Context: an optimization exercise on an open-source flow, tuned for small area and a short achievable clock period. The choices shown serve that exercise and are no tape-out recipe. At most, simulation tests tie the RTL to the original design; equivalence was not proved.

==> inputs of v33 <==
Design store_cvt, start of the top module:
module store_cvt (
    input  wire        clk,
    input  wire        rst,
    input  wire        start,
    input  wire [3:0]  cfg_fmt,             
    input  wire        cfg_acc_int,         
    input  wire [1:0]  cfg_round,           
    input  wire [1:0]  cfg_round_default,   
    input  wire        cfg_e5m2_inf,
    input  wire [4:0]  cfg_shift,           
    input  wire [31:0] cfg_sr_seed,
    input  wire [7:0]  cfg_bough,           
    input  wire [15:0] cfg_opseq,           
    input  wire        in_valid,
    input  wire [31:0] in_data,
    input  wire [7:0]  in_scale,            
    output reg         out_valid,
    output reg  [31:0] out_data,
    output reg         out_nan,
    output reg         out_inf,
    output reg         out_sat,
    output reg         out_flush
);
    localparam [1:0] M_RNE = 2'd1, M_RTZ = 2'd2, M_SR = 2'd3;
    reg [3:0] fmt;
    reg       acc;
    reg [1:0] mode;
    reg       e5inf;
    reg [4:0] shift;
    always @(posedge clk) begin
        if (start) begin
            fmt   <= cfg_fmt;
            acc   <= cfg_acc_int;
            mode  <= (cfg_round == 2'd0) ? cfg_round_default : cfg_round;
            e5inf <= cfg_e5m2_inf;
            shift <= cfg_shift;
        end
    end
    wire is_b    = (fmt == 4'h5) || (fmt == 4'h6) || (fmt == 4'h7);
    wire dst_int = (fmt == 4'h9) || (fmt == 4'hA) || (fmt == 4'hB);
    wire k_fl    = !acc && !fmt[3];              
    wire k_log   = !acc && (fmt == 4'h8);        
    wire k_fi    = !acc && dst_int;              
    wire k_ii    = acc && dst_int;               
    wire k_if    = acc && !dst_int;              
    wire cp32    = !acc && (fmt == 4'h0);        
    wire rtz     = (mode == M_RTZ);
    wire sr_mode = (mode == M_SR);
    reg        iv;
    reg [31:0] id;
  ...
==> flow/config.mk <==
export PLATFORM = sky130hd
export DESIGN_NAME = store_cvt
export DESIGN_NICKNAME = store_cvt
export VERILOG_FILES = /design/flow/design.v
export SDC_FILE = /design/flow/constraint.sdc
export NUM_CORES = 4
export LEC_CHECK = 0
export ABC_AREA = 1
export CAP_MARGIN = 20
export CORE_MARGIN = 2
export CORE_UTILIZATION = 50
export PLACE_DENSITY = 0.6
export SLEW_MARGIN = 20
==> flow/constraint.sdc <==
create_clock -name core_clock -period 30.0 [get_ports {clk}]
set_input_delay 6.0000 -clock core_clock [delete_from_list [all_inputs] [get_ports {clk}]]
set_output_delay 6.0000 -clock core_clock [all_outputs]
set_load 0.01 [all_outputs]
standard.sh (not shown) runs the stock make flow with config.mk's settings and CLKGATE_MAP_FILE= SYNTH_SCRIPT=/design/flow/synth_recipe.tcl, a recipe that flattens the netlist after the stock synthesis.
==> flow/flow/run.sh <==
#!/bin/bash
set -euo pipefail
export SETUP_SLACK_MARGIN=23.0
export SKIP_GATE_CLONING=1
bash standard.sh > make.log 2>&1
==> v31 (differences from v33) <==
--- a/flow/design.v
+++ b/flow/design.v
@@ -742,48 +742,33 @@
     end
     wire ovf = big2 || (atmax2 && cf);
     wire ii_big = k_ii && (fmt == 4'h9 ? (n[31:8] != 24'd0) : fmt == 4'hA ? (n[31:4] != 28'd0) : 1'b0);
     wire has_inf = (fmt == 4'h1) || (fmt == 4'h2) || ((fmt == 4'h4) && e5inf);
     wire inf_res = has_inf && (inf2 || !rtz);
-    reg [31:0] maxp, infp, nanp;
+    reg [31:0] vmask, smask, nanm, infm, maxm;
+    reg        nan_sgn;
     always @(*) begin
-        case (fmt)
-            4'h1:    begin maxp = {16'd0, s2, 15'h7BFF}; infp = {16'd0, s2, 15'h7C00}; nanp = {16'd0, s2, 15'h7E00}; end
-            4'h2:    begin maxp = {16'd0, s2, 15'h7F7F}; infp = {16'd0, s2, 15'h7F80}; nanp = {16'd0, s2, 15'h7FC0}; end
-            4'h3:    begin maxp = {24'd0, s2, 7'h7E};    infp = {24'd0, s2, 7'h7E};    nanp = {24'd0, s2, 7'h7F};    end
-            4'h4:    begin maxp = {24'd0, s2, 7'h7B};    infp = {24'd0, s2, 7'h7C};    nanp = {24'd0, s2, 7'h7F};    end
-            4'h5:    begin maxp = {26'd0, s2, 5'h1F};    infp = maxp;                  nanp = 32'd0;                 end
-            4'h6:    begin maxp = {26'd0, s2, 5'h1F};    infp = maxp;                  nanp = 32'd0;                 end
-            4'h7:    begin maxp = {28'd0, s2, 3'h7};     infp = maxp;                  nanp = 32'd0;                 end
-            4'h8:    begin maxp = {24'd0, s2, 7'h7F};    infp = maxp;                  nanp = 32'd0;                 end
-            4'h9:    begin maxp = s2 ? 32'h80 : 32'h7F;  infp = maxp;                  nanp = 32'd0;                 end
-            4'hA:    begin maxp = s2 ? 32'h8 : 32'h7;    infp = maxp;                  nanp = 32'd0;                 end
-            4'hB:    begin maxp = s2 ? 32'h8000_0000 : 32'h7FFF_FFFF; infp = maxp;     nanp = 32'd0;                 end
-            default: begin maxp = 32'd0;                 infp = 32'd0;                 nanp = 32'd0;                 end
+        vmask = 32'h7FFF_FFFF; smask = 32'h8000_0000;
+        nanm = 32'd0; infm = 32'd0; maxm = 32'd0; nan_sgn = 1'b0;
+        casez ({acc, fmt})
+            5'b?_1001: begin vmask = 32'hFF;        smask = 32'd0; end
+            5'b?_1010: begin vmask = 32'hF;         smask = 32'd0; end
+            5'b?_1011: begin vmask = 32'hFFFF_FFFF; smask = 32'd0; end
+            5'b0_0001: begin vmask = 32'h7FFF; smask = 32'h8000; nanm = 32'h7E00; infm = 32'h7C00; maxm = 32'h7BFF; nan_sgn = 1'b1; end
+            5'b0_0010: begin vmask = 32'h7FFF; smask = 32'h8000; nanm = 32'h7FC0; infm = 32'h7F80; maxm = 32'h7F7F; nan_sgn = 1'b1; end
+            5'b0_0011: begin vmask = 32'h7F;   smask = 32'h80;   nanm = 32'h7F;   infm = 32'h7E;   maxm = 32'h7E;   nan_sgn = 1'b1; end
+            5'b0_0100: begin vmask = 32'h7F;   smask = 32'h80;   nanm = 32'h7F;   infm = 32'h7C;   maxm = 32'h7B;   nan_sgn = 1'b1; end
+            5'b0_0101,
+            5'b0_0110: begin vmask = 32'h1F;   smask = 32'h20;   infm = 32'h1F;   maxm = 32'h1F; end
+            5'b0_0111: begin vmask = 32'h7;    smask = 32'h8;    infm = 32'h7;    maxm = 32'h7;  end
+            5'b0_1000: begin vmask = 32'h7F;   smask = 32'h80;   infm = 32'h7F;   maxm = 32'h7F; end
+            default:   ;
         endcase
     end
-    reg [31:0] body;
-    always @(*) begin
-        if (acc)
-            case (fmt)
-                4'h9:    body = {24'd0, inc[7:0]};
-                4'hA:    body = {28'd0, inc[3:0]};
-                4'hB:    body = inc;
-                default: body = {s2, inc[30:0]};
-            endcase
-        else
-            case (fmt)
-                4'h0:    body = {s2, inc[30:0]};
-                4'h1, 4'h2: body = {16'd0, s2, inc[14:0]};
-                4'h3, 4'h4, 4'h8: body = {24'd0, s2, inc[6:0]};
-                4'h5, 4'h6: body = {26'd0, s2, inc[4:0]};
-                4'h7:    body = {28'd0, s2, inc[2:0]};
-                4'h9:    body = {24'd0, inc[7:0]};
-                4'hA:    body = {28'd0, inc[3:0]};
-                default: body = inc;
-            endcase
-    end
+    wire [31:0] sgn  = smask & {32{s2}};
+    wire [31:0] body = (inc & vmask) | sgn;
+    wire [31:0] lim  = s2 ? (vmask & ~(vmask >> 1)) : (vmask >> 1);    
     reg satk;
     always @(*) begin
         case (fmt)
             4'h9:    satk = s2 ? (inc[8] && !inc[7]) : (inc[8] || inc[7]);
             4'hA:    satk = s2 ? (inc[4] && !inc[3]) : (inc[4] || inc[3]);
@@ -800,27 +785,23 @@
         c_flush = 1'b0;
         if (cp32) begin
             c_nan = nan2;
             c_inf = inf2;
         end else if (nan2) begin
-            res   = nanp;
+            res   = nanm | (nan_sgn ? sgn : 32'd0);
             c_nan = 1'b1;
         end else if (isint) begin
             if (big2 || ii_big || satk) begin
-                res   = maxp;
+                res   = lim;
                 c_sat = 1'b1;
             end else begin
                 c_flush = n2z && !zin2;
             end
         end else if (ovf) begin
-            if (inf_res) begin
-                res   = infp;
-                c_inf = 1'b1;
-            end else begin
-                res   = maxp;
-                c_sat = 1'b1;
-            end
+            res   = (inf_res ? infm : maxm) | sgn;
+            c_inf = inf_res;
+            c_sat = !inf_res;
         end else begin
             c_flush = n2z && !zin2;
         end
     end
     always @(posedge clk) begin
==> flow/flow/run.sh (replaced) <==
#!/bin/bash
set -euo pipefail
export SETUP_SLACK_MARGIN=23.0
export SKIP_GATE_CLONING=1
export BUFFER_PORTS_ARGS="-buffer_cell sky130_fd_sc_hd__buf_1"
bash standard.sh > make.log 2>&1
==> metrics.csv <==
metric,value,unit
nonClkBufAreaFrac,3.96,%
status,"complete, no violations",
multi_input_area_share,64.7,%
vias_per_cell,5.69,
The numbers above come from v31.

==> metrics.csv <==
metric,value,unit
track_usage,33.4,%
vias_per_cell,5.70,
status,"complete, no violations",
nonClkBufAreaFrac,6.78,%
The numbers above come from v33.

Only the layout flow was run in v33; the RTL was not checked for function there.

==> what the ideal ports hide <==
How much do the figures lean on ideal ports? The routed layouts below were timed once more, with nothing changed but the port constraints.
Step 1: set_driving_cell puts a clkbuf_16 on clk and a buf_2 on each other input, an assumption about the parent block.
Step 2 also shifts input and output timing later by t, the mid clock arrival at the registers, as if the neighbouring blocks saw the same clock.
Slacks: no drivers / after step 1 / after step 2; pairs: no drivers / after step 1.
run | t, ns | setup WS [ns] | hold slack, ns | worst register clock-pin slew, ns | pins driven straight from the clock port
v33 | 0.559 | 23.055 / 22.994 / 22.494 | 0.416 / 0.416 / 0.416 | 0.08 / 0.08 | 1
v31 | 0.548 | 23.023 / 22.981 / 22.515 | 0.416 / 0.416 / 0.416 | 0.07 / 0.07 | 1
After both steps setup and hold are still met in every run listed. The setup slack of v33, which loses most, moves by -0.061 ns with the drivers and by -0.561 ns with both steps.
